This design comes from an exercise in tuning for small area, a short achievable clock period and few clock cycles per item on the open sky130 flow, not from production work.

==> module aes_enc_core, before the edit <==
module aes_enc_core (
    input  wire         clk,
    input  wire         rst,         
    input  wire         in_valid,
    output wire         in_ready,
    input  wire         key_256,     
    input  wire [255:0] key,
    input  wire [127:0] block_in,
    output reg          out_valid,
    output wire [127:0] block_out
);
    genvar i;
    reg  [127:0] st1;
    reg  [255:0] k1;
    reg          busy1, mode1, last1;
    reg  [3:0]   round1;
    reg  [7:0]   rcon1;
    reg  [191:0] m2;         
    reg  [47:0]  km2;        
    reg  [255:0] k2;
    reg          busy2, mode2, last2;
    reg  [3:0]   round2;
    reg  [7:0]   rcon2;
    reg  [127:0] out_q;
    assign block_out = out_q;
    wire order_ok = !busy1 || !mode1 || (round1 >= 4'd5);
    assign in_ready = (!busy2 || last2) && order_ok;
    wire load = in_ready;
    wire [127:0] ark = st1 ^ k1[255:128];
    wire [31:0]  kw     = mode1 ? k1[31:0] : k1[159:128];
    wire         kx_rot1 = !mode1 || round1[0];
    wire [31:0]  kx_in  = kx_rot1 ? {kw[23:0], kw[31:24]} : kw;
    wire [63:0]  inv1;
    wire [15:0]  kinv1;
    generate
        for (i = 0; i < 16; i = i + 1) begin : g_sbt
            aes_sbox_top u_t (.in(ark[127-8*i -: 8]), .inv(inv1[63-4*i -: 4]));
        end
        for (i = 0; i < 4; i = i + 1) begin : g_ksbt
            aes_sbox_top u_t (.in(kx_in[31-8*i -: 8]), .inv(kinv1[15-4*i -: 4]));
        end
    endgenerate
    wire [127:0] sub;
    generate
        for (i = 0; i < 16; i = i + 1) begin : g_sbb
            aes_sbox_bot u_b (.in(m2[191-12*i -: 8]), .inv(m2[183-12*i -: 4]),
                              .out(sub[127-8*i -: 8]));
        end
    endgenerate
    wire [127:0] shifted;
    generate
        for (i = 0; i < 16; i = i + 1) begin : g_sr
            localparam integer R = i % 4;
            localparam integer C = i / 4;
            localparam integer SRC = ((C + R) % 4) * 4 + R;
            assign shifted[127-8*i -: 8] = sub[127-8*SRC -: 8];
        end
    endgenerate
    wire [127:0] mixed;
    generate
        for (i = 0; i < 4; i = i + 1) begin : g_mc
            wire [7:0] a0 = shifted[127-32*i -: 8];
            wire [7:0] a1 = shifted[119-32*i -: 8];
            wire [7:0] a2 = shifted[111-32*i -: 8];
            wire [7:0] a3 = shifted[103-32*i -: 8];
            wire [7:0] t  = a0 ^ a1 ^ a2 ^ a3;
            wire [7:0] d0 = a0 ^ a1;
            wire [7:0] d1 = a1 ^ a2;
            wire [7:0] d2 = a2 ^ a3;
            wire [7:0] d3 = a3 ^ a0;
            wire [7:0] x0 = {d0[6:0], 1'b0} ^ (d0[7] ? 8'h1b : 8'h00);
            wire [7:0] x1 = {d1[6:0], 1'b0} ^ (d1[7] ? 8'h1b : 8'h00);
            wire [7:0] x2 = {d2[6:0], 1'b0} ^ (d2[7] ? 8'h1b : 8'h00);
            wire [7:0] x3 = {d3[6:0], 1'b0} ^ (d3[7] ? 8'h1b : 8'h00);
            assign mixed[127-32*i -: 8] = a0 ^ t ^ x0;
            assign mixed[119-32*i -: 8] = a1 ^ t ^ x1;
            assign mixed[111-32*i -: 8] = a2 ^ t ^ x2;
            assign mixed[103-32*i -: 8] = a3 ^ t ^ x3;
        end
    endgenerate
    wire [31:0] kx_sub;
    generate
        for (i = 0; i < 4; i = i + 1) begin : g_ksbb
            aes_sbox_bot u_b (.in(km2[47-12*i -: 8]), .inv(km2[39-12*i -: 4]),
                              .out(kx_sub[31-8*i -: 8]));
        end
    endgenerate
    wire        kx_rot = !mode2 || round2[0];
    wire [31:0] kx_f = kx_sub ^ {kx_rot ? rcon2 : 8'h00, 24'h0};
    wire [31:0] b0 = k2[255:224];
    wire [31:0] b1 = b0 ^ k2[223:192];
    wire [31:0] b2 = b1 ^ k2[191:160];
    wire [31:0] b3 = b2 ^ k2[159:128];
    wire [127:0] next_words = {b0 ^ kx_f, b1 ^ kx_f, b2 ^ kx_f, b3 ^ kx_f};
    wire [127:0] this_key = mode2 ? k2[127:0] : next_words;     
    always @(posedge clk) begin
        for (integer b = 0; b < 16; b = b + 1)
            m2[191-12*b -: 12] <= {ark[127-8*b -: 8], inv1[63-4*b -: 4]};
        for (integer b = 0; b < 4; b = b + 1)
            km2[47-12*b -: 12] <= {kx_in[31-8*b -: 8], kinv1[15-4*b -: 4]};
        k2     <= k1;
        mode2  <= mode1;
        round2 <= round1;
        last2  <= last1;
        rcon2  <= rcon1;
        out_q <= shifted ^ this_key;
        if (load) begin
            st1    <= block_in;
            k1     <= key;
            mode1  <= key_256;
            round1 <= 4'd1;
            last1  <= 1'b0;
            rcon1  <= 8'h01;
        end else begin
            st1    <= mixed;
            k1     <= {mode2 ? k2[127:0] : next_words, next_words};
            mode1  <= mode2;
            round1 <= round2 + 4'd1;
            last1  <= (round2 == (mode2 ? 4'd13 : 4'd9));
            rcon1  <= kx_rot ? ({rcon2[6:0], 1'b0} ^ (rcon2[7] ? 8'h1b : 8'h00)) : rcon2;
        end
    end
    always @(posedge clk) begin
        if (rst) begin
            busy1     <= 1'b0;
            busy2     <= 1'b0;
            out_valid <= 1'b0;
        end else begin
            busy2     <= busy1;
            busy1     <= load ? in_valid : (busy2 && !last2);
            out_valid <= busy2 && last2;
        end
    end
endmodule
clock: 9.0 ns
lec_check: 0
cap_margin: 20
core_margin: 2
core_utilization: 45
place_density: 0.6
setup_slack_margin: 5
slew_margin: 20
run.sh (not shown) runs the stock make flow with config.mk's settings and CLKGATE_MAP_FILE= SYNTH_SCRIPT=/design/flow/synth_recipe.tcl, a recipe that flattens the netlist after the stock synthesis.
Rerun with:
--- a/flow/design.v
+++ b/flow/design.v
@@ -196,4 +196,5 @@
     reg  [3:0]   round1;
     reg  [7:0]   rcon1;
+    reg          ksel_w, ksel_rw, ksel_rh;
     reg  [191:0] m2;         
     reg  [47:0]  km2;        
@@ -203,12 +204,12 @@
     reg  [7:0]   rcon2;
     reg  [127:0] out_q;
+    reg          in_ready_q;
     assign block_out = out_q;
-    wire order_ok = !busy1 || !mode1 || (round1 >= 4'd5);
-    assign in_ready = (!busy2 || last2) && order_ok;
+    assign in_ready = in_ready_q;
     wire load = in_ready;
     wire [127:0] ark = st1 ^ k1[255:128];
-    wire [31:0]  kw     = mode1 ? k1[31:0] : k1[159:128];
-    wire         kx_rot1 = !mode1 || round1[0];
-    wire [31:0]  kx_in  = kx_rot1 ? {kw[23:0], kw[31:24]} : kw;
+    wire [31:0]  kx_in = ({32{ksel_w}}  & k1[31:0])
+                       | ({32{ksel_rw}} & {k1[23:0], k1[31:24]})
+                       | ({32{ksel_rh}} & {k1[151:128], k1[159:152]});
     wire [63:0]  inv1;
     wire [15:0]  kinv1;
@@ -292,4 +293,7 @@
             last1  <= 1'b0;
             rcon1  <= 8'h01;
+            ksel_w  <= 1'b0;
+            ksel_rw <= key_256;
+            ksel_rh <= !key_256;
         end else begin
             st1    <= mixed;
@@ -299,4 +303,7 @@
             last1  <= (round2 == (mode2 ? 4'd13 : 4'd9));
             rcon1  <= kx_rot ? ({rcon2[6:0], 1'b0} ^ (rcon2[7] ? 8'h1b : 8'h00)) : rcon2;
+            ksel_w  <= mode2 && round2[0];
+            ksel_rw <= mode2 && !round2[0];
+            ksel_rh <= !mode2;
         end
     end
@@ -306,8 +313,12 @@
             busy2     <= 1'b0;
             out_valid <= 1'b0;
+            in_ready_q <= 1'b1;
         end else begin
             busy2     <= busy1;
             busy1     <= load ? in_valid : (busy2 && !last2);
             out_valid <= busy2 && last2;
+            in_ready_q <= (!busy1 || last1) &&
+                          (load ? (!in_valid || !key_256)
+                                : (!busy2 || last2 || !mode2 || round2 >= 4'd4));
         end
     end
Outcome: Die area went up by about 0.47%. Wire length decreases by about 0.7%. Maximum frequency is about the same. Cell area grows by 0.87%. Sequential share of layout area drops by 0.14 points.
No run of this note included a check of the RTL's function; only the layout flow was run.

## static timing again, ports no longer ideal
In the flow no input, the clock included, has a driving cell. The finished layouts below were timed again as built, in two steps. Step 1, drivers: a clkbuf_16 drives clk and a buf_2 each remaining input, both assumed. Step 2 moves the port delays by t, midway between the first and last clock arrival at a register: inputs arrive t later, outputs are due t later. That takes back most of the time a late clock gives input paths. Three values: no drivers, after step 1, after step 2; two values: the first two.
| run | shift t [ns] | slack for setup (ns) | hold slack, ns | pins driven straight from the clock port |
|---|---|---|---|---|
| the first run | 0.835 | 5.018 / 5.001 / 5.018 | 0.292 / 0.292 / 0.292 | 1 |
| the second run | 0.841 | 5.024 / 5.024 / 5.024 | 0.316 / 0.316 / 0.316 | 1 |
After both steps setup and hold are still met in every run listed.
